This is an optimization exercise on Yosys and OpenROAD, whose aim is small area, a short achievable clock period and few clock cycles per item, not a production implementation.
Function was checked by simulation only, so behaviour that the tests miss may differ from the original.
No activity file was given, so power comes from the tool's default toggle rates.

## flow/design.v (module list and top-level ports; edited modules follow where they fit)
// module zone_biquad: 235 lines
// module zb_rsat: 13 lines
// module zb_acc: 88 lines
// module zb_pre: 152 lines
module zone_biquad (
    input  wire        clk,
    input  wire        rst,           
    input  wire        cfg_valid,
    output wire        cfg_ready,
    input  wire [3:0]  cfg_sec,       
    input  wire [2:0]  cfg_coef,      
    input  wire [23:0] cfg_data,      
    input  wire        in_valid,
    output wire        in_ready,
    input  wire [23:0] in_data,       
    output wire        out_valid,
    input  wire        out_ready,
    output wire [23:0] out_data,      
    output wire        out_clip       
);
  // ...
==> flow/run.sh <==
#!/bin/bash
# synth_recipe.tcl (not shown) runs the flow's synth.tcl, then flattens the netlist and writes it again
# the make line also repeats each setting of config.mk as NAME=value (left out here)
make -C /OpenROAD-flow-scripts/flow DESIGN_CONFIG=/design/flow/config.mk WORK_HOME=/design/flow/orfs CLKGATE_MAP_FILE= SYNTH_SCRIPT=/design/flow/synth_recipe.tcl finish
==> flow/config.mk <==
export PLATFORM = sky130hd
export DESIGN_NAME = zone_biquad
export DESIGN_NICKNAME = zone_biquad
export VERILOG_FILES = /design/flow/design.v
export SDC_FILE = /design/flow/constraint.sdc
export NUM_CORES = 4
export LEC_CHECK = 0
export CAP_MARGIN = 50
export CELL_PAD_IN_SITES_DETAIL_PLACEMENT = 1
export CELL_PAD_IN_SITES_GLOBAL_PLACEMENT = 2
export CORE_MARGIN = 2
export CORE_UTILIZATION = 30
export PLACE_DENSITY = 0.45
export SLEW_MARGIN = 70
==> flow/constraint.sdc <==
create_clock -name core_clock -period 25.0 [get_ports {clk}]
set_input_delay 5.0000 -clock core_clock [delete_from_list [all_inputs] [get_ports {clk}]]
set_output_delay 5.0000 -clock core_clock [all_outputs]
set_load 0.01 [all_outputs]
==> flow_metrics.env, run 1 <==
export IMPL_run_status="finished clean"
export IMPL_yosysUniqueCellTypes=114
export IMPL_slew_headroom_pct=64.9
export IMPL_stages_on_worst_setup_path=27
export IMPL_non_clock_inverter_count=4996
export IMPL_power_density_cell_area_nw_per_um2=89.8
export IMPL_cts_max_path_buffers=5
export IMPL_clk_root_buffer_cell="clkbuf_16"
export IMPL_rr_startpoint="xe[1][30]$_DFF_P_"
export IMPL_critical_path_arrival_ns=10.71
export IMPL_synth_simple_gate_area_share_pct=12.0
export IMPL_min_from="eng[0].rx2[2][22]$_SDFF_PP0_"
export IMPL_holdWs_ns=0.347
export IMPL_sw_power_mw=11.4
export IMPL_yosys_register_bits=4609
export IMPL_whs_path_depth=0
export IMPL_met2WireLength_um=626000
export IMPL_critical_path_fanouts_max=26
export IMPL_met1_length_um=508000
export IMPL_setup_worst_path_end_class="flip-flop"
export IMPL_portBuffers=87
export IMPL_finalCriticalPeriod_ns=9.78
export IMPL_multi_input_cells=14300
export IMPL_multi_input_comb_area_um2=147000
export IMPL_yosys_cell_count_top_type="inv_1"
export IMPL_pwr_share_clk_pct=29.7
export IMPL_cell_type_contributing_the_most_total_cell_area_after_synthesis="dfxtp_1"
export IMPL_clock_cell_area_share_pct=5.97
export IMPL_path_class="flip-flop to flip-flop"
export IMPL_post_drt_via_cell_ratio=5.37
export IMPL_timing_final_setup_violations=0
export IMPL_p_leak_nw=136
export IMPL_drt_antenna_violating_nets=0
export IMPL_dpl_worst_slack_ns=15.48
export IMPL_top_power_group="combinational logic"
export IMPL_antenna_diode_count=81
export IMPL_final_clock_period_utilization_by_the_worst_path_pct=39.1
Testbench counts, summed over its fixed seeds: cycles 38,592, items 4,800.
==> module zone_biquad, before the edit <==
module zone_biquad (
    input  wire        clk,
    input  wire        rst,           
    input  wire        cfg_valid,
    output wire        cfg_ready,
    input  wire [3:0]  cfg_sec,       
    input  wire [2:0]  cfg_coef,      
    input  wire [23:0] cfg_data,      
    input  wire        in_valid,
    output wire        in_ready,
    input  wire [23:0] in_data,       
    output wire        out_valid,
    input  wire        out_ready,
    output wire [23:0] out_data,      
    output wire        out_clip       
);
    localparam [23:0] ONE_Q21 = 24'h200000;    
    function [34:0] dec;
        input [23:0] v;
        integer i;
        begin
            for (i = 0; i < 11; i = i + 1) begin
                dec[3*i]   = !v[2*i+1] &&  v[2*i];
                dec[3*i+1] =  v[2*i+1] && !v[2*i];
                dec[3*i+2] =  v[2*i+1] &&  v[2*i];
            end
            dec[33] = v[22];
            dec[34] = v[23];
        end
    endfunction
    function [23:0] undec;
        input [34:0] d;
        integer i;
        begin
            for (i = 0; i < 11; i = i + 1) begin
                undec[2*i+1] = d[3*i+1] || d[3*i+2];
                undec[2*i]   = d[3*i]   || d[3*i+2];
            end
            undec[22] = d[33];
            undec[23] = d[34];
        end
    endfunction
    reg  [2:0]  ph;                   
    wire        last = (ph == 3'd7);
    reg         in_rdy;
    reg         cfg_rdy;
    reg  [3:0]  cnt;                  
    reg  [34:0] ib_d;
    reg         ib_v;
    reg         w_pend;
    reg  [3:0]  w_sec;
    reg  [2:0]  w_coef;
    reg  [23:0] w_data;
    wire        w_go  = w_pend && (ph == w_sec[2:0]);
    wire        w_neg = (w_coef == 3'd3) || (w_coef == 3'd4);
    wire [24:0] w_val = w_neg ? -{w_data[23], w_data} : {w_data[23], w_data};
    reg  [34:0] xe [0:1];             
    reg  [1:0]  ve;
    reg  [1:0]  ce;
    wire [23:0] ye [0:1];
    wire [1:0]  se;
    reg  [23:0] oq_d [0:7];
    reg  [7:0]  oq_c;
    reg  [3:0]  oq_n;
    reg  push;                        
    wire in_acc  = in_valid && in_rdy;
    wire cfg_acc = cfg_valid && cfg_rdy;
    wire pop     = (oq_n != 4'd0) && out_ready;
    assign in_ready  = in_rdy;
    assign cfg_ready = cfg_rdy;
    assign out_valid = (oq_n != 4'd0);
    assign out_data  = oq_d[0];
    assign out_clip  = oq_c[0];
    genvar e;
    generate
        for (e = 0; e < 2; e = e + 1) begin : eng
            reg [23:0] rb0 [0:7];
            reg [23:0] rb1 [0:7];
            reg [23:0] rb2 [0:7];
            reg [24:0] rna1 [0:7];            
            reg [24:0] rna2 [0:7];            
            reg [23:0] rx1 [0:7];
            reg [23:0] rx2 [0:7];
            reg [23:0] ry1 [0:7];
            reg [23:0] ry2 [0:7];
            reg [34:0] d2_x1, d2_x2, d2_y1, d2_y2;
            reg [25:0] d2_b1x3, d2_b2x3, d2_na1x3, d2_na2x3;
            reg [25:0] d1_b0x3;
            reg [49:0] d1_q0, d1_q1;
            wire [49:0] pre0, pre1;
            zb_pre u_pre (.b1(rb1[1]), .b2(rb2[1]), .na1(rna1[1]), .na2(rna2[1]),
                          .b1x3(d2_b1x3), .b2x3(d2_b2x3), .na1x3(d2_na1x3), .na2x3(d2_na2x3),
                          .x1(d2_x1), .x2(d2_x2), .y1(d2_y1), .y2(d2_y2),
                          .s0(pre0), .s1(pre1));
            always @(posedge clk) begin
                d2_x1    <= dec(rx1[2]);
                d2_x2    <= dec(rx2[2]);
                d2_y1    <= dec(ry1[2]);
                d2_y2    <= dec(ry2[2]);
                d2_b1x3  <= {{2{rb1[2][23]}}, rb1[2]} + {rb1[2][23], rb1[2], 1'b0};
                d2_b2x3  <= {{2{rb2[2][23]}}, rb2[2]} + {rb2[2][23], rb2[2], 1'b0};
                d2_na1x3 <= {rna1[2][24], rna1[2]} + {rna1[2], 1'b0};
                d2_na2x3 <= {rna2[2][24], rna2[2]} + {rna2[2], 1'b0};
                d1_b0x3  <= {{2{rb0[1][23]}}, rb0[1]} + {rb0[1][23], rb0[1], 1'b0};
                d1_q0    <= pre0;
                d1_q1    <= pre1;
            end
            wire [49:0] acc0, acc1;
            zb_acc u_acc (.b0(rb0[0]), .b0x3(d1_b0x3),
                          .x(xe[e]), .q0(d1_q0), .q1(d1_q1),
                          .s0(acc0), .s1(acc1));
            wire [21:0] lo  = {1'b0, acc0[20:0]} + {1'b0, acc1[20:0]};
            wire        c21 = lo[21];
            wire        tie = ((acc0[20:0] ^ acc1[20:0]) == {acc0[19:0] | acc1[19:0], 1'b0});
            wire [28:0] h0  = acc0[49:21] + acc1[49:21];
            wire [28:0] h1  = acc0[49:21] + acc1[49:21] + 29'd1;
            wire [23:0] r0, r1;
            wire        sat0, sat1;
            zb_rsat u_rs0 (.q(h0), .tie(tie), .y(r0), .sat(sat0));
            zb_rsat u_rs1 (.q(h1), .tie(tie), .y(r1), .sat(sat1));
            assign se[e] = c21 ? sat1 : sat0;
            assign ye[e] = c21 ? r1 : r0;
            wire        upd = ve[e];
            wire        wr  = w_go && (w_sec[3] == e);
            wire [23:0] xin = undec(xe[e]);
            integer i;
            always @(posedge clk) begin
                if (rst) begin
                    for (i = 0; i < 8; i = i + 1) begin
                        rb0[i]  <= ONE_Q21;
                        rb1[i]  <= 24'd0;
                        rb2[i]  <= 24'd0;
                        rna1[i] <= 25'd0;
                        rna2[i] <= 25'd0;
                        rx1[i]  <= 24'd0;
                        rx2[i]  <= 24'd0;
                        ry1[i]  <= 24'd0;
                        ry2[i]  <= 24'd0;
                    end
                end else begin
                    for (i = 0; i < 7; i = i + 1) begin
                        rb0[i]  <= rb0[i+1];
                        rb1[i]  <= rb1[i+1];
                        rb2[i]  <= rb2[i+1];
                        rna1[i] <= rna1[i+1];
                        rna2[i] <= rna2[i+1];
                        rx1[i]  <= rx1[i+1];
                        rx2[i]  <= rx2[i+1];
                        ry1[i]  <= ry1[i+1];
                        ry2[i]  <= ry2[i+1];
                    end
                    rb0[7]  <= (wr && w_coef == 3'd0) ? w_val[23:0] : rb0[0];
                    rb1[7]  <= (wr && w_coef == 3'd1) ? w_val[23:0] : rb1[0];
                    rb2[7]  <= (wr && w_coef == 3'd2) ? w_val[23:0] : rb2[0];
                    rna1[7] <= (wr && w_coef == 3'd3) ? w_val       : rna1[0];
                    rna2[7] <= (wr && w_coef == 3'd4) ? w_val       : rna2[0];
                    rx1[7]  <= upd ? xin    : rx1[0];
                    rx2[7]  <= upd ? rx1[0] : rx2[0];
                    ry1[7]  <= upd ? ye[e]  : ry1[0];
                    ry2[7]  <= upd ? ry1[0] : ry2[0];
                end
            end
            always @(posedge clk) begin
                if (!last) begin
                    xe[e] <= dec(ye[e]);
                    ce[e] <= ce[e] | se[e];
                end else if (e == 0) begin
                    xe[e] <= ib_d;
                    ce[e] <= 1'b0;
                end else begin
                    xe[e] <= dec(ye[e-1]);
                    ce[e] <= ce[e-1] | se[e-1];
                end
            end
        end
    endgenerate
    wire [1:0] ve_n  = rst ? 2'd0 : last ? {ve[0], ib_v} : ve;
    wire       ib_v_n = rst ? 1'b0 : in_acc ? 1'b1 : last ? 1'b0 : ib_v;
    always @(posedge clk) begin
        ve   <= ve_n;
        ib_v <= ib_v_n;
        if (in_acc)
            ib_d <= dec(in_data);
    end
    reg  [23:0] res_d;
    reg         res_c;
    always @(posedge clk) begin
        res_d <= ye[1];
        res_c <= ce[1] | se[1];
        push  <= !rst && last && ve[1];
    end
    integer j;
    always @(posedge clk) begin
        for (j = 0; j < 8; j = j + 1) begin
            if (pop) begin
                if (push && oq_n == j + 1) begin
                    oq_d[j] <= res_d;
                    oq_c[j] <= res_c;
                end else if (j < 7) begin
                    oq_d[j] <= oq_d[j+1];
                    oq_c[j] <= oq_c[j+1];
                end
            end else if (push && oq_n == j) begin
                oq_d[j] <= res_d;
                oq_c[j] <= res_c;
            end
        end
        if (rst)
            oq_n <= 4'd0;
        else
            oq_n <= oq_n + {3'd0, push} - {3'd0, pop};
    end
    wire [3:0] cnt_n    = cnt + {3'd0, in_acc} - {3'd0, pop};
    wire       w_pend_n = cfg_acc || (w_pend && !w_go);
    always @(posedge clk) begin
        if (rst) begin
            ph      <= 3'd0;
            cnt     <= 4'd0;
            in_rdy  <= 1'b1;
            cfg_rdy <= 1'b1;
            w_pend  <= 1'b0;
        end else begin
            ph      <= ph + 3'd1;
            cnt     <= cnt_n;
            in_rdy  <= (!ib_v_n || ph == 3'd6) && (cnt_n < 4'd8) && !w_pend_n;
            cfg_rdy <= !w_pend_n && !ib_v_n && (ve_n == 2'd0);
            w_pend  <= w_pend_n;
        end
        if (cfg_acc) begin
            w_sec  <= cfg_sec;
            w_coef <= cfg_coef;
            w_data <= cfg_data;
        end
    end
endmodule
==> run 2, diff against run 1 <==
--- a/flow/design.v
+++ b/flow/design.v
@@ -42,4 +42,4 @@
     endfunction
-    reg  [2:0]  ph;                   
-    wire        last = (ph == 3'd7);
+    reg  [1:0]  ph;                   
+    wire        last = (ph == 2'd3);
     reg         in_rdy;
@@ -53,10 +53,10 @@
     reg  [23:0] w_data;
-    wire        w_go  = w_pend && (ph == w_sec[2:0]);
+    wire        w_go  = w_pend && (ph == w_sec[1:0]);
     wire        w_neg = (w_coef == 3'd3) || (w_coef == 3'd4);
     wire [24:0] w_val = w_neg ? -{w_data[23], w_data} : {w_data[23], w_data};
-    reg  [34:0] xe [0:1];             
-    reg  [1:0]  ve;
-    reg  [1:0]  ce;
-    wire [23:0] ye [0:1];
-    wire [1:0]  se;
+    reg  [34:0] xe [0:3];             
+    reg  [3:0]  ve;
+    reg  [3:0]  ce;
+    wire [23:0] ye [0:3];
+    wire [3:0]  se;
     reg  [23:0] oq_d [0:7];
@@ -75,12 +75,12 @@
     generate
-        for (e = 0; e < 2; e = e + 1) begin : eng
-            reg [23:0] rb0 [0:7];
-            reg [23:0] rb1 [0:7];
-            reg [23:0] rb2 [0:7];
-            reg [24:0] rna1 [0:7];            
-            reg [24:0] rna2 [0:7];            
-            reg [23:0] rx1 [0:7];
-            reg [23:0] rx2 [0:7];
-            reg [23:0] ry1 [0:7];
-            reg [23:0] ry2 [0:7];
+        for (e = 0; e < 4; e = e + 1) begin : eng
+            reg [23:0] rb0 [0:3];
+            reg [23:0] rb1 [0:3];
+            reg [23:0] rb2 [0:3];
+            reg [24:0] rna1 [0:3];            
+            reg [24:0] rna2 [0:3];            
+            reg [23:0] rx1 [0:3];
+            reg [23:0] rx2 [0:3];
+            reg [23:0] ry1 [0:3];
+            reg [23:0] ry2 [0:3];
             reg [34:0] d2_x1, d2_x2, d2_y1, d2_y2;
@@ -123,3 +123,3 @@
             wire        upd = ve[e];
-            wire        wr  = w_go && (w_sec[3] == e);
+            wire        wr  = w_go && (w_sec[3:2] == e);
             wire [23:0] xin = undec(xe[e]);
@@ -128,3 +128,3 @@
                 if (rst) begin
-                    for (i = 0; i < 8; i = i + 1) begin
+                    for (i = 0; i < 4; i = i + 1) begin
                         rb0[i]  <= ONE_Q21;
@@ -140,3 +140,3 @@
                 end else begin
-                    for (i = 0; i < 7; i = i + 1) begin
+                    for (i = 0; i < 3; i = i + 1) begin
                         rb0[i]  <= rb0[i+1];
@@ -151,11 +151,11 @@
                     end
-                    rb0[7]  <= (wr && w_coef == 3'd0) ? w_val[23:0] : rb0[0];
-                    rb1[7]  <= (wr && w_coef == 3'd1) ? w_val[23:0] : rb1[0];
-                    rb2[7]  <= (wr && w_coef == 3'd2) ? w_val[23:0] : rb2[0];
-                    rna1[7] <= (wr && w_coef == 3'd3) ? w_val       : rna1[0];
-                    rna2[7] <= (wr && w_coef == 3'd4) ? w_val       : rna2[0];
-                    rx1[7]  <= upd ? xin    : rx1[0];
-                    rx2[7]  <= upd ? rx1[0] : rx2[0];
-                    ry1[7]  <= upd ? ye[e]  : ry1[0];
-                    ry2[7]  <= upd ? ry1[0] : ry2[0];
+                    rb0[3]  <= (wr && w_coef == 3'd0) ? w_val[23:0] : rb0[0];
+                    rb1[3]  <= (wr && w_coef == 3'd1) ? w_val[23:0] : rb1[0];
+                    rb2[3]  <= (wr && w_coef == 3'd2) ? w_val[23:0] : rb2[0];
+                    rna1[3] <= (wr && w_coef == 3'd3) ? w_val       : rna1[0];
+                    rna2[3] <= (wr && w_coef == 3'd4) ? w_val       : rna2[0];
+                    rx1[3]  <= upd ? xin    : rx1[0];
+                    rx2[3]  <= upd ? rx1[0] : rx2[0];
+                    ry1[3]  <= upd ? ye[e]  : ry1[0];
+                    ry2[3]  <= upd ? ry1[0] : ry2[0];
                 end
@@ -176,3 +176,3 @@
     endgenerate
-    wire [1:0] ve_n  = rst ? 2'd0 : last ? {ve[0], ib_v} : ve;
+    wire [3:0] ve_n  = rst ? 4'd0 : last ? {ve[2:0], ib_v} : ve;
     wire       ib_v_n = rst ? 1'b0 : in_acc ? 1'b1 : last ? 1'b0 : ib_v;
@@ -187,5 +187,5 @@
     always @(posedge clk) begin
-        res_d <= ye[1];
-        res_c <= ce[1] | se[1];
-        push  <= !rst && last && ve[1];
+        res_d <= ye[3];
+        res_c <= ce[3] | se[3];
+        push  <= !rst && last && ve[3];
     end
@@ -216,3 +216,3 @@
         if (rst) begin
-            ph      <= 3'd0;
+            ph      <= 2'd0;
             cnt     <= 4'd0;
@@ -222,6 +222,6 @@
         end else begin
-            ph      <= ph + 3'd1;
+            ph      <= ph + 2'd1;
             cnt     <= cnt_n;
-            in_rdy  <= (!ib_v_n || ph == 3'd6) && (cnt_n < 4'd8) && !w_pend_n;
-            cfg_rdy <= !w_pend_n && !ib_v_n && (ve_n == 2'd0);
+            in_rdy  <= (!ib_v_n || ph == 2'd2) && (cnt_n < 4'd8) && !w_pend_n;
+            cfg_rdy <= !w_pend_n && !ib_v_n && (ve_n == 4'd0);
             w_pend  <= w_pend_n;
--- a/flow/config.mk
+++ b/flow/config.mk
@@ -8,7 +8,7 @@
 export CAP_MARGIN = 50
-export CELL_PAD_IN_SITES_DETAIL_PLACEMENT = 1
-export CELL_PAD_IN_SITES_GLOBAL_PLACEMENT = 2
+export CELL_PAD_IN_SITES_DETAIL_PLACEMENT = 2
+export CELL_PAD_IN_SITES_GLOBAL_PLACEMENT = 4
 export CORE_MARGIN = 2
-export CORE_UTILIZATION = 30
-export PLACE_DENSITY = 0.45
+export CORE_UTILIZATION = 25
+export PLACE_DENSITY = 0.4
 export SLEW_MARGIN = 70
==> flow_metrics.env, run 2 <==
export IMPL_wire_length_of_the_first_global_routing_pass_um=3660000
export IMPL_critical_path_fanouts_max=26
export IMPL_slew_headroom_pct=63.0
export IMPL_finalPower_mw=46.4
export IMPL_fin_util_pct=29.4
export IMPL_postSynth_asyncResetShare_pct=0
export IMPL_syn_area_per_cell_um2=9.63
export IMPL_cts_tree="done"
export IMPL_grt_max_degree=70
export IMPL_dieArea_um2=1720000
export IMPL_first_global_vias=394000
export IMPL_main_combinational_cell_family_by_area_after_synthesis="adder cells"
export IMPL_rsz0062_at_grt="no"
export IMPL_rows=480
export IMPL_critical_path_arrival_ns=11.38
export IMPL_core_area_um2=1710000
export IMPL_dpl_worst_slack_ns=14.70
export IMPL_top_level_i_o_count=88
export IMPL_synthAdderAreaFrac_pct=32.8
export IMPL_power_ir_vdd_worst_uv=187
export IMPL_drt_iter0_drc=65500
export IMPL_synth_nets=51800
export IMPL_post_route_worst_setup_slack_ns=14.68
export IMPL_number_of_antenna_violations_at_the_first_check_in_global_routing=290
export IMPL_critical_path_slowest_cell="or4b_2"
export IMPL_post_synth_most_frequent_cells="inv_1, fa_1, dfxtp_1"
export IMPL_cell_type_contributing_the_most_total_cell_area_after_synthesis="fa_1"
export IMPL_initial_utilization_pct=25.1
export IMPL_cts_setup_buffers=0
export IMPL_yosys_mux_area_fraction_pct=0.821
export IMPL_cts_htree_levels=6
export IMPL_syn_instance_count=44400
export IMPL_count_of_synthesis_stage_warnings_from_yosys=77
export IMPL_cts_made_buffers=694
export IMPL_path_common_cell="fa_1"
export IMPL_detailed_placer_s_ending_hpwl_um=2140000
export IMPL_portBuffers=87
export IMPL_hold_fails_final_rpt=0
export IMPL_synth_top_cells_by_area="fa_1, dfxtp_1, a222oi_1"
export IMPL_yosys_register_bits=5422
export IMPL_grt_usage_pct=30.9
export IMPL_cts_resized=0
export IMPL_synth_edf_count=116
export IMPL_path_class="flip-flop to flip-flop"
export IMPL_drive_above_1_share_pct=11.6
export IMPL_nFillCells=186000
export IMPL_drt_antenna_violating_nets=0
export IMPL_worstPathRequired_ns=26.06
export IMPL_synth_xor_xnor_area_share_pct=1.23
export IMPL_nNetsFinal=50900
export IMPL_clkLatencyLatePin_ns=1.29
export IMPL_die_x_um=1310
export IMPL_maxSlewViolCount=0
export IMPL_largestRegisters="eng.rna1: 400 flops, eng.rna2: 400 flops"
export IMPL_cts_hold_fix_buffers=0
export IMPL_ff_latch_area_um2=111000
export IMPL_finClkSkew_ns=0.144
export IMPL_synth_seq_area_share_pct=25.7
export IMPL_max_slew_worst_pin_slew_ns=0.555
export IMPL_run_status="finished clean"
export IMPL_max_cap_violations=0
export IMPL_final_clock_period_utilization_by_the_worst_path_pct=41.3
export IMPL_drt_first_pass_iters=15
export IMPL_dp_cells=65200
export IMPL_netlist_area_um2=428000
export IMPL_multi_input_comb_area_um2=267000
export IMPL_finalWirelength_um=2750000
export IMPL_cts_clock_pin_slew_for_the_worst_setup_and_hold_paths_ns=0.06
export IMPL_layout_cells_most_common="inv_1"
export IMPL_p_leak_nw=223
export IMPL_setup_tns_ns=0
export IMPL_clk_root_buffer_cell="clkbuf_16"
export IMPL_synth_simple_gate_area_share_pct=9.35
export IMPL_die_height_um=1310
export IMPL_post_route_drc_count=0
export IMPL_post_drt_via_cell_ratio=5.48
export IMPL_critical_path_startpoint_type="flip-flop"
export IMPL_clock_fmax_mhz=96.9
export IMPL_place_congestion=0.910
export IMPL_synth_compound_area_share_pct=17.3
export IMPL_crit_path_max_incr_delay_ns=0.84
export IMPL_hold_path_class="flip-flop to flip-flop"
export IMPL_finalCriticalPeriod_ns=10.32
export IMPL_stdcell_count=67000
export IMPL_timing_final_setup_violations=0
export IMPL_layout_common_cells="inv_1, fa_1, a222oi_1"
export IMPL_via_count=367000
export IMPL_power_density_cell_area_nw_per_um2=92.5
export IMPL_synthToLayoutAreaGrowth_pct=17.2
export IMPL_route_detailed_wl_per_inst_um=41.0
export IMPL_setup_worst_path_end_class="flip-flop"
export IMPL_cts_max_path_buffers=5
export IMPL_synth_top_cell_area_share_pct=29.7
export IMPL_yosysUniqueCellTypes=114
export IMPL_clkSinkCount=5422
export IMPL_global_route_overflow_total=0
export IMPL_ys_flop_type="dfxtp_1"
export IMPL_yosys_cell_count_top_type="inv_1"
-- run 2: cell count changes in the layout (fill, tap and decap cells not counted), moves of 241 or more --
cell      before   now
a211oi_1     307   603
a21oi_1      295   587
a222oi_1    2575  5148
buf_4        510   910
buf_6        333   737
dfxtp_1     4166  4753
diode_2       81   322
fa_1        3136  6199
ha_1         525  1028
inv_1       4986  9934
nand2_1      505   994
nor2_1      1012  1661
-- run 2: layout make-up --
type,instances,area share [%]
diodes,322,0.161
multi-input cells,24300,53.3
clock inverters,266,0.723
flip-flops and latches,5422,22.1
repair buffers,3118,6.50
inverters,9974,7.47
well taps,22700,5.65
clock buffers,1000,4.02
-- run 2: path summary, 6_finish.rpt --
check,from,to,slack (ns),cells after the start
max,xe[2][24]$_DFF_P_,xe[2][9]$_DFF_P_,14.68,28
min reg2reg,eng[2].rb2[2][0]$_SDFF_PP0_,eng[2].d2_b2x3[0]$_DFF_P_,0.29,0
min,eng[2].rb2[2][0]$_SDFF_PP0_,eng[2].d2_b2x3[0]$_DFF_P_,0.29,0
max reg2reg,xe[2][24]$_DFF_P_,xe[2][9]$_DFF_P_,14.68,28
-- run 2: cell families (layout without fill, tap and decap cells) --
| logic type | count (synthesis) | after routing |
|---|---|---|
| compound gates | 8397 | 8397 |
| simple gates | 7528 | 7528 |
| mux | 343 | 343 |
| other cells | 0 | 322 |
| buf+inv | 14700 | 14400 |
| flops | 5422 | 5422 |
| fa+ha+maj | 7392 | 7392 |
| xor+xnor | 600 | 600 |
-- run 2: where the power goes --
part	internal, mW	switching [mW]	leakage [nW]
Combinational	8.08	18.3	167
Sequential	9.07	0.304	44.3
Clock	6.12	4.49	11.6
-- run 2: layer usage --
| layer | global-route usage [%] | wire [um] | vias to the layer above |
|---|---|---|---|
| li1 | - | - | 146000 |
| met1 | 41.3 | 1150000 | 198000 |
| met2 | 47.7 | 1210000 | 18900 |
| met3 | 5.75 | 219000 | 3791 |
| met4 | 15.5 | 167000 | 62 |
| met5 | 0.0274 | 451 | - |
-- run 2: worst max-delay path: cells and delay by family, from the launching register on --
family          cells  cell delay [ns]
compound gates     11             3.46
fa+ha+maj           8             3.17
simple gates        4             1.94
buf+inv             5             1.08
flops               1             0.33
-- run 2: stage by stage --
stage | hold slack (ns) | instance area [um2]
after global routing | 0.264 | 501000
after global placement | 0.328 | 453000
after detailed placement | 0.332 | 473000
after CTS | 0.245 | 497000
final | 0.291 | 501000
after floorplan | 0.324 | 428000
Testbench counts of run 2, summed over its fixed seeds: cycles 19,360, items 4,800.

-- static timing again, ports no longer ideal --
How much do the figures lean on ideal ports? The routed layouts below were timed once more, with nothing changed but the port constraints.
Step 1, drivers: a clkbuf_16 drives clk and a buf_2 each remaining input, both assumed.
Step 2 adds t to the input delays and takes it off the output delays; t is the mean of the earliest and latest rising clock arrival at the registers after step 1. Input paths then give back, and output paths get back, about the clock's delay inside the block.
Three values: ideal, step 1, step 2; two values: the first two.
run	t (ns)	slack for setup (ns)	hold slack, ns	worst setup path at the end	clock arrival spread, ns
run 1	1.217	15.224 / 15.224 / 15.224	0.347 / 0.347 / 0.347	register to register	0.115 / 0.115
run 2	1.398	14.684 / 14.684 / 14.684	0.291 / 0.291 / 0.291	register to register	0.149 / 0.148
After both steps every run listed still meets setup and hold.
